This design comes from an exercise in tuning for small area, a short achievable clock period and few clock cycles per item on the open sky130 flow, not from production work. In this exercise RTL edits were held to simulation tests only and were not proved equivalent to the original.

==> 06-20: inputs <==
// sun_stage
module sun_stage (
    input  wire        clk,
    input  wire        rst,
    input  wire        in_valid,
    output wire        in_ready,
    input  wire        in_safe,
    input  wire [15:0] in_s,
    input  wire [15:0] in_g,
    input  wire [15:0] in_red,
    input  wire [15:0] in_grn,
    input  wire [15:0] in_blu,
    output wire        out_valid,
    input  wire        out_ready,
    output wire [15:0] out_red,
    output wire [15:0] out_grn,
    output wire [15:0] out_blu
);
    reg         sv;                  
    reg         rdy;                 
    assign in_ready = rdy;
    wire        e0 = ~sv | ~vl0;    
    wire        e1 = ~sv | ~vl1;    
    wire        e2 = ~sv | ~vl2;    
    wire        e3 = ~sv | ~vl3;    
    wire        e4 = ~sv | ~vl4;    
    wire        e5 = ~sv | ~vl5;    
    wire        e6 = ~sv | ~vl6;    
    wire        e7 = ~sv | ~vl7;    
    wire        e8 = ~sv | ~vl8;    
    wire        e9 = ~sv | ~vl9;    
  ...
Settings: LEC_CHECK=0, ABC_CLOCK_PERIOD_IN_PS=4000, CAP_MARGIN=20, CORE_MARGIN=2, CORE_UTILIZATION=55, SETUP_SLACK_MARGIN=5, SLEW_MARGIN=20; clock period 12.0 ns.
standard.sh (not shown) runs the stock make flow with config.mk's settings and CLKGATE_MAP_FILE= SYNTH_SCRIPT=/design/flow/synth_recipe.tcl, a recipe that flattens the netlist after the stock synthesis.
==> flow/flow/run.sh <==
#!/bin/bash
set -euo pipefail
sed -e 's/SETUP_SLACK_MARGIN=[0-9.]*/SETUP_SLACK_MARGIN=8/' standard.sh > standard_tight.sh
bash standard_tight.sh > standard.log 2>&1
==> 03-08 (differences from 06-20) <==
==> flow/run.sh (new file) <==
#!/bin/bash
# synth_recipe.tcl (not shown) runs the flow's synth.tcl, then flattens the netlist and writes it again
# the make line also repeats each setting of config.mk as NAME=value (left out here)
make -C /OpenROAD-flow-scripts/flow DESIGN_CONFIG=/design/flow/config.mk WORK_HOME=/design/flow/orfs CLKGATE_MAP_FILE= SYNTH_SCRIPT=/design/flow/synth_recipe.tcl finish
removed: flow/flow/run.sh
removed: flow/standard.sh
==> 01-22 (differences from 06-20) <==
==> flow/flow/run.sh (replaced) <==
#!/bin/bash
set -euo pipefail
sed -e 's/SETUP_SLACK_MARGIN=[0-9.]*/SETUP_SLACK_MARGIN=8.5/' standard.sh > standard_tight.sh
bash standard_tight.sh > standard.log 2>&1
Settings changed: CORE_UTILIZATION 55 to 65.
==> comparison <==
Via count, lowest first: 03-08, 06-20, 01-22. In 03-08 the clock skew is lower than in 06-20, by 0.010 ns. In 03-08 the utilization is lower than in 06-20, by 2.1 points. In synthesized cell count, 06-20 and 01-22 do not differ.
==> figures <==
                                                            03-08           01-22           06-20
Average wire length per cell after detail routing        19.29 um        20.52 um        19.30 um
WL met3                                                  15.06 mm        20.18 mm        16.42 mm
Clock period minus final worst setup slack               5.181 ns        4.273 ns        4.248 ns
Flip-flop and latch share of the layout cell area          0.4527          0.4241          0.4376
Via count                                                  83.81k          89.87k          85.93k
Result of the run                                  finished clean  finished clean  finished clean
Largest net degree at the start of global routing             180              95             166
Fraction of the cycle the final worst path needs           0.4317          0.3561          0.3540
Arrival time at the worst endpoint                        5.79 ns         4.92 ns         4.85 ns
Testbench counts of 06-20, summed over its fixed seeds: cycles 24,136, items 24,000.
Testbench counts of 03-08, summed over its fixed seeds: cycles 24,136, items 24,000.
Testbench counts of 01-22, summed over its fixed seeds: cycles 24,136, items 24,000.

---

==> wip/indigo <==
Another version of the RTL of sun_stage (not shown whole).
Settings: LEC_CHECK=0, ABC_CLOCK_PERIOD_IN_PS=4000, CAP_MARGIN=20, CORE_MARGIN=2, CORE_UTILIZATION=55, SETUP_SLACK_MARGIN=5, SLEW_MARGIN=20; clock period 12.0 ns.
==> flow/flow/run.sh <==
#!/bin/bash
set -euo pipefail
sed -e 's/SETUP_SLACK_MARGIN=[0-9.]*/SETUP_SLACK_MARGIN=8/' standard.sh > standard_tight.sh
bash standard_tight.sh > standard.log 2>&1
==> wip/quartz: changes against wip/indigo <==
==> flow/flow/run.sh (replaced) <==
#!/bin/bash
# Own flow: the standard layout (standard.sh), unchanged except that
#  - the port buffers that global placement inserts on every input and output
#    are buf_2 cells instead of the default delay buffers.
set -euo pipefail
sed -e "s/SETUP_SLACK_MARGIN=[0-9.]*/SETUP_SLACK_MARGIN=8 'BUFFER_PORTS_ARGS=-buffer_cell sky130_fd_sc_hd__buf_2'/" standard.sh > standard_tight.sh
bash standard_tight.sh > standard.log 2>&1
--- a/flow/config.mk
+++ b/flow/config.mk
@@ -10,4 +10,8 @@
 export CORE_MARGIN = 2
 export CORE_UTILIZATION = 55
+export CTS_BUF_LIST = sky130_fd_sc_hd__clkbuf_8
+export CTS_CLUSTER_DIAMETER = 50
+export CTS_CLUSTER_SIZE = 18
 export SETUP_SLACK_MARGIN = 5
 export SLEW_MARGIN = 20
+export TNS_END_PERCENT = 5
==> wip/harbor: changes against wip/indigo <==
==> flow/flow/run.sh (replaced) <==
#!/bin/bash
# Own flow: the standard layout (standard.sh), unchanged except that
#  - the port buffers that global placement inserts on every input and output
#    are buf_2 cells instead of the default delay buffers.
set -euo pipefail
sed -e "s/SETUP_SLACK_MARGIN=[0-9.]*/SETUP_SLACK_MARGIN=8 'BUFFER_PORTS_ARGS=-buffer_cell sky130_fd_sc_hd__buf_2'/" standard.sh > standard_tight.sh
bash standard_tight.sh > standard.log 2>&1
--- a/flow/config.mk
+++ b/flow/config.mk
@@ -12,2 +12,3 @@
 export SETUP_SLACK_MARGIN = 5
 export SLEW_MARGIN = 20
+export TNS_END_PERCENT = 5
==> run summary <==
	wip/harbor	wip/quartz	wip/indigo
Max_slew headroom	16.3%	22.5%	29.1%
Reg2Reg Setup Slack	7850 ps	7880 ps	7860 ps
Final clock-cell share	5.49%	3.90%	5.27%
Number of buffers inserted to repair setup after CTS	141	154	310
Critical path arrival	4750 ps	4850 ps	4740 ps
Antenna violations before repair	8	6	8
Post-CTS sizing	29	44	257
WHS	401 ps	381 ps	396 ps
Critical Path Source	m14_b[12]	ab14[4]	d12[5]
Estimated wirelength of the detail-placed design	230 mm	230 mm	230 mm
Run status	no timing/DRC/antenna violations	no timing/DRC/antenna violations	no timing/DRC/antenna violations
Post-layout nets	14300	14400	14500
First-pass GRT wire length	496 mm	494 mm	504 mm
Number of vias in the routed layout	85400	85600	86500
Logic depth of the worst setup path including buffers	11	9	11
Testbench counts of wip/indigo, summed over its fixed seeds: cycles 24,136, items 24,000.
Testbench counts of wip/quartz, summed over its fixed seeds: cycles 24,136, items 24,000.
Testbench counts of wip/harbor, summed over its fixed seeds: cycles 24,136, items 24,000.

---

==> inputs of garnet <==
Starting RTL as in the previous note.
==> flow/config.mk <==
export PLATFORM = sky130hd
export DESIGN_NAME = sun_stage
export DESIGN_NICKNAME = sun_stage
export VERILOG_FILES = /design/flow/design.v
export SDC_FILE = /design/flow/constraint.sdc
export NUM_CORES = 4
export LEC_CHECK = 0
export ABC_CLOCK_PERIOD_IN_PS = 4000
export CAP_MARGIN = 20
export CORE_MARGIN = 2
export CORE_UTILIZATION = 62
export CTS_BUF_LIST = sky130_fd_sc_hd__clkbuf_8
export CTS_CLUSTER_DIAMETER = 45
export CTS_CLUSTER_SIZE = 16
export SETUP_SLACK_MARGIN = 5
export SLEW_MARGIN = 20
export TNS_END_PERCENT = 5
==> flow/constraint.sdc <==
create_clock -name core_clock -period 12.0 [get_ports {clk}]
set_input_delay 2.4000 -clock core_clock [delete_from_list [all_inputs] [get_ports {clk}]]
set_output_delay 2.4000 -clock core_clock [all_outputs]
set_load 0.01 [all_outputs]
==> flow/flow/run.sh <==
#!/bin/bash
# Own flow: the standard layout (standard.sh), unchanged except that
#  - the port buffers that global placement inserts on every input and output
#    are buf_2 cells instead of the default delay buffers.
set -euo pipefail
sed -e "s/SETUP_SLACK_MARGIN=[0-9.]*/SETUP_SLACK_MARGIN=8 'BUFFER_PORTS_ARGS=-buffer_cell sky130_fd_sc_hd__buf_2'/" standard.sh > standard_tight.sh
bash standard_tight.sh > standard.log 2>&1
==> lagoon: changes against garnet <==
==> flow/flow/run.sh (replaced) <==
#!/bin/bash
set -euo pipefail
sed -e 's/SETUP_SLACK_MARGIN=[0-9.]*/SETUP_SLACK_MARGIN=8/' standard.sh > standard_tight.sh
bash standard_tight.sh > standard.log 2>&1
--- a/flow/config.mk
+++ b/flow/config.mk
@@ -10,6 +10,3 @@
 export CORE_MARGIN = 2
-export CORE_UTILIZATION = 62
-export CTS_BUF_LIST = sky130_fd_sc_hd__clkbuf_8
-export CTS_CLUSTER_DIAMETER = 45
-export CTS_CLUSTER_SIZE = 16
+export CORE_UTILIZATION = 55
 export SETUP_SLACK_MARGIN = 5
==> results_dict.tcl <==
set metrics [dict create \
    die_h_um 493 \
    clock_buffers 345 \
    slowest_stage "fa_1" \
    syn2layout_area_growth_pct 9.86 \
    cp.required_ns 12.76 \
    cts_setup_buffers 59 \
    crit_buf_inv 2 \
    met2_length_um 149000 \
    initial_core_util_pct 62.4 \
    status "finished clean" \
    r2r_start "ar14[4]$_DFFE_PP_" \
    vias_per_cell 5.51 \
]
(the above is from garnet)
==> results_dict.tcl <==
set metrics [dict create \
    status "finished clean" \
    slowest_stage "clkdlybuf4s50_1" \
    die_h_um 524 \
    cp.required_ns 9.60 \
    r2r_start "m14_b[15]$_DFFE_PP_" \
    syn2layout_area_growth_pct 11.3 \
    initial_core_util_pct 55.4 \
    met2_length_um 151000 \
]
(the above is from lagoon)
Testbench counts of garnet, summed over its fixed seeds: cycles 24,136, items 24,000.
Testbench counts of lagoon, summed over its fixed seeds: cycles 24,136, items 24,000.

---

==> branch yarrow <==
sun_stage again, from the RTL that the note above started with.
==> flow/config.mk <==
export PLATFORM = sky130hd
export DESIGN_NAME = sun_stage
export DESIGN_NICKNAME = sun_stage
export VERILOG_FILES = /design/flow/design.v
export SDC_FILE = /design/flow/constraint.sdc
export NUM_CORES = 4
export LEC_CHECK = 0
export ABC_CLOCK_PERIOD_IN_PS = 4000
export CAP_MARGIN = 20
export CORE_MARGIN = 2
export CORE_UTILIZATION = 55
export CTS_BUF_LIST = sky130_fd_sc_hd__clkbuf_8
export CTS_CLUSTER_DIAMETER = 50
export CTS_CLUSTER_SIZE = 18
export SETUP_SLACK_MARGIN = 5
export SLEW_MARGIN = 20
export TNS_END_PERCENT = 5
==> flow/constraint.sdc <==
create_clock -name core_clock -period 12.0 [get_ports {clk}]
set_input_delay 2.4000 -clock core_clock [delete_from_list [all_inputs] [get_ports {clk}]]
set_output_delay 2.4000 -clock core_clock [all_outputs]
set_load 0.01 [all_outputs]
==> flow/flow/run.sh <==
#!/bin/bash
# Own flow: the standard layout (standard.sh), unchanged except that
#  - the port buffers that global placement inserts on every input and output
#    are buf_2 cells instead of the default delay buffers;
#  - clock tree synthesis (same settings as config.mk gives it) inserts no
#    dummy loads.
set -euo pipefail
CTS="CTS_ARGS=-sink_clustering_enable -repair_clock_nets -sink_clustering_size 18 -sink_clustering_max_diameter 50 -buf_list sky130_fd_sc_hd__clkbuf_8 -dont_use_dummy_load"
sed -e "s/SETUP_SLACK_MARGIN=[0-9.]*/SETUP_SLACK_MARGIN=8 'BUFFER_PORTS_ARGS=-buffer_cell sky130_fd_sc_hd__buf_2' '$CTS'/" standard.sh > standard_tight.sh
bash standard_tight.sh > standard.log 2>&1
==> branch harbor: changes against branch yarrow <==
==> flow/flow/run.sh (replaced) <==
#!/bin/bash
# Own flow: the standard layout (standard.sh), unchanged except that
#  - the port buffers that global placement inserts on every input and output
#    are buf_2 cells instead of the default delay buffers.
set -euo pipefail
sed -e "s/SETUP_SLACK_MARGIN=[0-9.]*/SETUP_SLACK_MARGIN=8 'BUFFER_PORTS_ARGS=-buffer_cell sky130_fd_sc_hd__buf_2'/" standard.sh > standard_tight.sh
bash standard_tight.sh > standard.log 2>&1
--- a/flow/config.mk
+++ b/flow/config.mk
@@ -9,9 +9,5 @@
 export CAP_MARGIN = 20
 export CORE_MARGIN = 2
 export CORE_UTILIZATION = 55
-export CTS_BUF_LIST = sky130_fd_sc_hd__clkbuf_8
-export CTS_CLUSTER_DIAMETER = 50
-export CTS_CLUSTER_SIZE = 18
 export SETUP_SLACK_MARGIN = 5
 export SLEW_MARGIN = 20
-export TNS_END_PERCENT = 5
==> key figures <==
Routing
  – Avg Vias per Cell: 5.418
  – Met3 WL: around 15000 microns
  – Metal1 wirelength: about 140000 microns

Placed design
  – Placed Area: around 0.15 sq mm

Critical path
  – Worst setup startpoint: d12[2]
  – Largest stage delay on the critical path: roughly 550 ps

Clock network
  – Clk Latency, worst-skew pair: ~1000 ps

Layout
  – Multi-input gate share of total cell area: 0.4256
  – Layout cells sized above 1: 0.07746
  – Buffering overhead: 0.02057

Global routing
  – Global Route met2 Usage: 0.3830
  – Largest net degree at the start of global routing: around 180

Timing
  – Tmin final: between 4000 and 5000 ps

Outcome
  – Status: complete, no violations
# the run above: branch yarrow

==> key figures <==
Critical path
  – Largest stage delay on the critical path: between 500 and 600 ps
  – Worst setup startpoint: m14_g[12]

Timing
  – Tmin final: a little over 4000 ps

Layout
  – Layout cells sized above 1: 0.1097
  – Multi-input gate share of total cell area: 0.4102
  – Buffering overhead: 0.03160

Global routing
  – Largest net degree at the start of global routing: between 150 and 200
  – Global Route met2 Usage: 0.3883

Outcome
  – Status: complete, no violations

Placed design
  – Placed Area: roughly 0.15 sq mm

Routing
  – Avg Vias per Cell: between 5 and 6

Clock network
  – Clk Latency, worst-skew pair: roughly 860 ps
# the run above: branch harbor

Testbench counts of branch yarrow, summed over its fixed seeds: cycles 24,136, items 24,000.
Testbench counts of branch harbor, summed over its fixed seeds: cycles 24,136, items 24,000.

==> static timing again, ports no longer ideal <==
No port has a modelled driver above. Below, the same layouts with a new extraction and two added sets of constraints. Step 1 sets driving cells, clkbuf_16 on the clock port and buf_2 on the other inputs (assumed; they add their load-dependent delay and slew). Step 2 adds t to the input delays and takes it off the output delays; t is the mean of the earliest and latest rising clock arrival at the registers after step 1. Input paths then give back, and output paths get back, about the clock's delay inside the block. Three values: no drivers, after step 1, after step 2; two values: the first two.
run	shift t [ns]	setup slack, ns	clock arrival spread, ns
06-20	0.975	7.752 / 7.752 / 7.144	0.064 / 0.063
03-08	0.949	6.819 / 6.819 / 6.819	0.046 / 0.046
01-22	1.014	7.727 / 7.727 / 7.637	0.084 / 0.084
wip/indigo	0.968	7.858 / 7.858 / 7.727	0.049 / 0.049
wip/quartz	1.101	7.875 / 7.800 / 7.755	0.082 / 0.081
wip/harbor	0.954	7.854 / 7.780 / 7.772	0.046 / 0.046
garnet	1.131	7.813 / 7.753 / 7.585	0.125 / 0.125
lagoon	0.939	7.728 / 7.632 / 7.289	0.051 / 0.050
branch yarrow	1.067	7.822 / 7.822 / 7.757	0.128 / 0.129
branch harbor	0.939	7.879 / 7.879 / 7.755	0.039 / 0.040
After both steps setup and hold are still met in every run listed. The setup slack of 06-20, which loses most, moves by 0.000 ns with the drivers and by -0.608 ns with both steps.
